Context: an optimization exercise on an open-source flow, tuned for small area, a short achievable clock period and few clock cycles per item. The choices shown serve that exercise and are no tape-out recipe.
RTL that was checked went through simulation tests only; none was proved equivalent to the original.
Power figures rest on the tool's default switching activity, not on a simulated workload.

== the previous run ==
==> module rafter_sweep, before the edit <==
module rafter_sweep (
    input  wire         clk,
    input  wire         rst,
    input  wire         in_valid,
    output reg          in_ready,
    input  wire         first_pass,    
    input  wire         present,       
    input  wire [9:0]   p_i,           
    input  wire [15:0]  p_a,           
    input  wire [2:0]   p_h,           
    input  wire [31:0]  p_t,           
    input  wire [9:0]   ipeak,
    input  wire [31:0]  hold,
    input  wire [9:0]   decay,
    input  wire [3:0]   edge_count,    
    input  wire [63:0]  e_d,           
    input  wire [63:0]  e_a,           
    input  wire [63:0]  e_mask,        
    input  wire [87:0]  e_speed,       
    input  wire [79:0]  s_i,           
    input  wire [127:0] s_a,           
    input  wire [23:0]  s_h,           
    output reg          out_valid,
    input  wire         out_ready,
    output wire [9:0]   q_i,
    output wire [15:0]  q_a,
    output wire [2:0]   q_h,
    output wire [31:0]  q_t,
    output wire         refreshed
);
    function automatic gt10(input [9:0] a, input [9:0] b);
        integer i;
        reg     cy;
        begin
            cy = 1'b0;
            for (i = 0; i < 10; i = i + 1)
                cy = (a[i] & ~b[i]) | ((a[i] | ~b[i]) & cy);
            gt10 = cy;
        end
    endfunction
    reg         v0;
    reg         r_first_pass, r_present;
    reg [9:0]   r_p_i;
    reg [15:0]  r_p_a;
    reg [2:0]   r_p_h;
    reg [31:0]  r_p_t;
    reg [9:0]   r_ipeak;
    reg [31:0]  r_hold;
    reg [9:0]   r_decay;
    reg [3:0]   r_edge_count;
    reg [63:0]  r_e_d, r_e_a, r_e_mask;
    reg [87:0]  r_e_speed;
    reg [79:0]  r_s_i;
    reg [127:0] r_s_a;
    reg [23:0]  r_s_h;
    always @(posedge clk) begin
        v0           <= !rst && acc;
        r_first_pass <= first_pass;
        r_present    <= present;
        r_p_i        <= p_i;
        r_p_a        <= p_a;
        r_p_h        <= p_h;
        r_p_t        <= p_t;
        r_ipeak      <= ipeak;
        r_hold       <= hold;
        r_decay      <= decay;
        r_edge_count <= edge_count;
        r_e_d        <= e_d;
        r_e_a        <= e_a;
        r_e_mask     <= e_mask;
        r_e_speed    <= e_speed;
        r_s_i        <= s_i;
        r_s_a        <= s_a;
        r_s_h        <= s_h;
    end
    wire        inj     = r_first_pass && r_present && (r_p_i < r_ipeak);
    wire        t_zero  = (r_p_t == 32'd0);
    wire        do_dec  = r_first_pass && !r_present && !t_zero;
    wire        do_fade = r_first_pass && !r_present && t_zero;
    wire [9:0]  faded   = (r_p_i > r_decay) ? r_p_i - r_decay : 10'd0;
    wire [9:0]  i0      = inj ? r_ipeak : (do_fade ? faded : r_p_i);
    wire        h_clr   = do_fade && (faded == 10'd0);
    wire        t_hold0 = r_first_pass && r_present;
    wire [31:0] t0      = r_p_t - {31'd0, do_dec};
    wire [7:0]  v;
    wire [9:0]  c  [0:7];
    wire [2:0]  hh [0:7];
    genvar g;
    generate
        for (g = 0; g < 8; g = g + 1) begin : edge_q
            wire [7:0]  a    = r_e_a[g*8 +: 8];
            wire [7:0]  mask = r_e_mask[g*8 +: 8];
            wire [9:0]  si   = r_s_i[g*10 +: 10];
            wire [2:0]  sh   = r_s_h[g*3 +: 3];
            wire        d_ok;
            wire [10:0] df   = {1'b0, si} - {3'b000, a};    
            rs_dcmp u_dcmp (
                .d   (r_e_d[g*8 +: 8]),
                .spd (r_e_speed[g*11 +: 11]),
                .sa  (r_s_a[g*16 +: 16]),
                .ok  (d_ok)
            );
            assign v[g]  = !r_present && (r_edge_count > g) && d_ok &&
                           mask[sh] && !df[10] && (df[9:0] != 10'd0);
            assign c[g]  = df[9:0];
            assign hh[g] = sh;
        end
    endgenerate
    wire [9:0] m1c [0:3];
    wire [2:0] m1h [0:3];
    wire [3:0] m1v;
    generate
        for (g = 0; g < 4; g = g + 1) begin : lvl1
            wire r = v[2*g+1] && (!v[2*g] || gt10(c[2*g+1], c[2*g]));
            assign m1c[g] = r ? c[2*g+1]  : c[2*g];
            assign m1h[g] = r ? hh[2*g+1] : hh[2*g];
            assign m1v[g] = v[2*g] || v[2*g+1];
        end
    endgenerate
    wire [9:0] m2c [0:1];
    wire [2:0] m2h [0:1];
    wire [1:0] m2v;
    generate
        for (g = 0; g < 2; g = g + 1) begin : lvl2
            wire r = m1v[2*g+1] && (!m1v[2*g] || gt10(m1c[2*g+1], m1c[2*g]));
            assign m2c[g] = r ? m1c[2*g+1] : m1c[2*g];
            assign m2h[g] = r ? m1h[2*g+1] : m1h[2*g];
            assign m2v[g] = m1v[2*g] || m1v[2*g+1];
        end
    endgenerate
    wire       r3  = m2v[1] && (!m2v[0] || gt10(m2c[1], m2c[0]));
    wire [9:0] mc  = r3 ? m2c[1] : m2c[0];
    wire [2:0] mh  = r3 ? m2h[1] : m2h[0];
    wire       mv  = m2v[0] || m2v[1];
    wire take = mv && gt10(mc, i0);
    wire sust = mv && !gt10(i0, mc);
    wire [61:0] res = {
        take ? mc : i0,
        (take || inj) ? 16'd0 : r_p_a,
        take ? mh : (h_clr ? 3'd0 : r_p_h),
        (sust || t_hold0) ? r_hold : t0,
        take || inj
    };
    reg [61:0] hd, s1, s2;
    reg [1:0]  cnt;
    wire       vq     = (cnt != 2'd0);                  
    wire       rdy    = !((cnt == 2'd3) || (cnt == 2'd2 && v0));   
    wire       deliver = vq && out_ready;
    wire       acc    = in_valid && rdy;
    wire [2:0] base   = {1'b0, cnt} + {2'd0, v0};
    wire [1:0] cnt_d  = base[1:0] - 2'd1;
    wire [1:0] cnt_n  = deliver ? cnt_d : base[1:0];
    wire       val_n  = deliver ? (base >= 3'd2) : (base != 3'd0);
    wire       rdy_d  = !acc || (base <= 3'd2);
    wire       rdy_k  = acc ? (base <= 3'd1) : (base <= 3'd2);
    wire       rdy_n  = deliver ? rdy_d : rdy_k;
    always @(posedge clk) begin
        if (!vq || out_ready)               hd <= (cnt >= 2'd2) ? s1 : res;
        if (out_ready || cnt <= 2'd1)       s1 <= (cnt == 2'd3) ? s2 : res;
        if (out_ready || cnt <= 2'd2)       s2 <= res;
    end
    always @(posedge clk) begin
        if (rst) begin
            cnt       <= 2'd0;
            out_valid <= 1'b0;
            in_ready  <= 1'b1;
        end else begin
            cnt       <= cnt_n;
            out_valid <= val_n;
            in_ready  <= rdy_n;
        end
    end
    assign {q_i, q_a, q_h, q_t, refreshed} = hd;
endmodule
export LEC_CHECK = 0
export CAP_MARGIN = 20
export CORE_MARGIN = 2
export CORE_UTILIZATION = 40
export SLEW_MARGIN = 20
export SYNTH_HIERARCHICAL = 1
export SYNTH_MINIMUM_KEEP_SIZE = 0
create_clock -name core_clock -period 40.0 [get_ports {clk}]
standard.sh (not shown) runs the stock make flow with config.mk's settings and CLKGATE_MAP_FILE= SYNTH_SCRIPT=/design/flow/synth_recipe.tcl, a recipe that flattens the netlist after the stock synthesis.
==> flow/flow/run.sh <==
#!/bin/bash
# The standard layout, with the port buffers made of the platform's
# smallest buffer (buf_1), and timing repair asked to leave 30.5 ns of setup
# slack at the design's 40 ns clock.
set -euo pipefail
export BUFFER_PORTS_ARGS="-buffer_cell sky130_fd_sc_hd__buf_1"
export SETUP_SLACK_MARGIN=30.5
export TNS_END_PERCENT=100
bash standard.sh > standard.log 2>&1
The flow did not stop early for the previous run: all stages ran, and the layout cleared the timing, design-rule and antenna checks.
What the current run does differently from the previous run at the input level:
--- a/flow/design.v
+++ b/flow/design.v
@@ -103,38 +103,40 @@
             assign v[g]  = !r_present && (r_edge_count > g) && d_ok &&
                            mask[sh] && !df[10] && (df[9:0] != 10'd0);
             assign c[g]  = df[9:0];
             assign hh[g] = sh;
         end
     endgenerate
-    wire [9:0] m1c [0:3];
-    wire [2:0] m1h [0:3];
-    wire [3:0] m1v;
+    wire [7:0] w;
     generate
-        for (g = 0; g < 4; g = g + 1) begin : lvl1
-            wire r = v[2*g+1] && (!v[2*g] || gt10(c[2*g+1], c[2*g]));
-            assign m1c[g] = r ? c[2*g+1]  : c[2*g];
-            assign m1h[g] = r ? hh[2*g+1] : hh[2*g];
-            assign m1v[g] = v[2*g] || v[2*g+1];
+        for (g = 0; g < 8; g = g + 1) begin : win
+            wire [7:0] beat;
+            genvar k;
+            for (k = 0; k < 8; k = k + 1) begin : vs
+                if (k < g)
+                    assign beat[k] = !v[k] || gt10(c[g], c[k]);
+                else if (k > g)
+                    assign beat[k] = !v[k] || !gt10(c[k], c[g]);
+                else
+                    assign beat[k] = v[g];
+            end
+            assign w[g] = &beat;
         end
     endgenerate
-    wire [9:0] m2c [0:1];
-    wire [2:0] m2h [0:1];
-    wire [1:0] m2v;
-    generate
-        for (g = 0; g < 2; g = g + 1) begin : lvl2
-            wire r = m1v[2*g+1] && (!m1v[2*g] || gt10(m1c[2*g+1], m1c[2*g]));
-            assign m2c[g] = r ? m1c[2*g+1] : m1c[2*g];
-            assign m2h[g] = r ? m1h[2*g+1] : m1h[2*g];
-            assign m2v[g] = m1v[2*g] || m1v[2*g+1];
+    reg [9:0] mc;
+    reg [2:0] mh;
+    integer   j;
+    always @(*) begin
+        mc = 10'd0;
+        mh = 3'd0;
+        for (j = 0; j < 8; j = j + 1) begin
+            mc = mc | ({10{w[j]}} & c[j]);
+            mh = mh | ({3{w[j]}} & hh[j]);
         end
-    endgenerate
-    wire       r3  = m2v[1] && (!m2v[0] || gt10(m2c[1], m2c[0]));
-    wire [9:0] mc  = r3 ? m2c[1] : m2c[0];
-    wire [2:0] mh  = r3 ? m2h[1] : m2h[0];
-    wire       mv  = m2v[0] || m2v[1];
+    end
+    wire mv = |v;
     wire take = mv && gt10(mc, i0);
     wire sust = mv && !gt10(i0, mc);
     wire [61:0] res = {
         take ? mc : i0,
         (take || inj) ? 16'd0 : r_p_a,
         take ? mh : (h_clr ? 3'd0 : r_p_h),
### Flow results
Power dissipated by switching net loads (the current run / the previous run): 0.897. For the previous run, the termination of the worst setup path was hd[0], unlike the current run, where it was q_i[8]. Routed wire length on the current run is up relative to the previous run. Taking the previous run as the reference, in the current run number of routed nets with antenna violations comparable; final critical-path share of the clock period now smaller. [the current run] parity-gate share of the synthesized area counting xor and xnor cells rose 0.68 points relative to the previous run. Of the previous run and the current run, the current run shows the lower adder-cell area share of the yosys netlist, with the previous run above it. Count of cell types in the netlist (higher): the previous run. Comparing the previous run and the current run, the lower number of nets in the finished design was measured on the previous run. Going from the previous run to the current run, share of total power in combinational logic decreased by 7.5 points relative to the old numbers; total global routing track utilization picked up an extra 2.2 points.
Testbench counts of the current run, summed over its fixed seeds: cycles 20,496, items 20,480.
For the previous run, only the layout was checked, not whether the RTL still works.

## static timing again, ports no longer ideal
The flow's constraints put no driver on any port. The routed layouts listed below were extracted and timed again, unchanged, in two steps.
Step 1: set_driving_cell puts a clkbuf_16 on clk and a buf_2 on each other input, an assumption about the parent block.
Step 2 times the ports against the registers' clock, not the clock port: input delays grow and output delays shrink by t, the midpoint of the rising clock arrivals with the driver on.
a / b / c = ideal ports / drivers / drivers and shift; a / b = the first two.
| run | t, ns | setup slack, ns | worst setup path at the end | latest minus earliest clock arrival (ns) | worst slew at a driven data input, ns |
|---|---|---|---|---|---|
| the previous run | 0.778 | 29.876 / 29.876 / 29.876 | register to register | 0.045 / 0.045 | 0.13 |
| the current run | 0.783 | 30.681 / 30.601 / 30.047 | input to register | 0.060 / 0.060 | 0.14 |
After both steps every run listed still meets setup and hold. For the current run, which loses most, drivers alone change the setup slack by -0.080 ns; drivers and shift together by -0.634 ns.
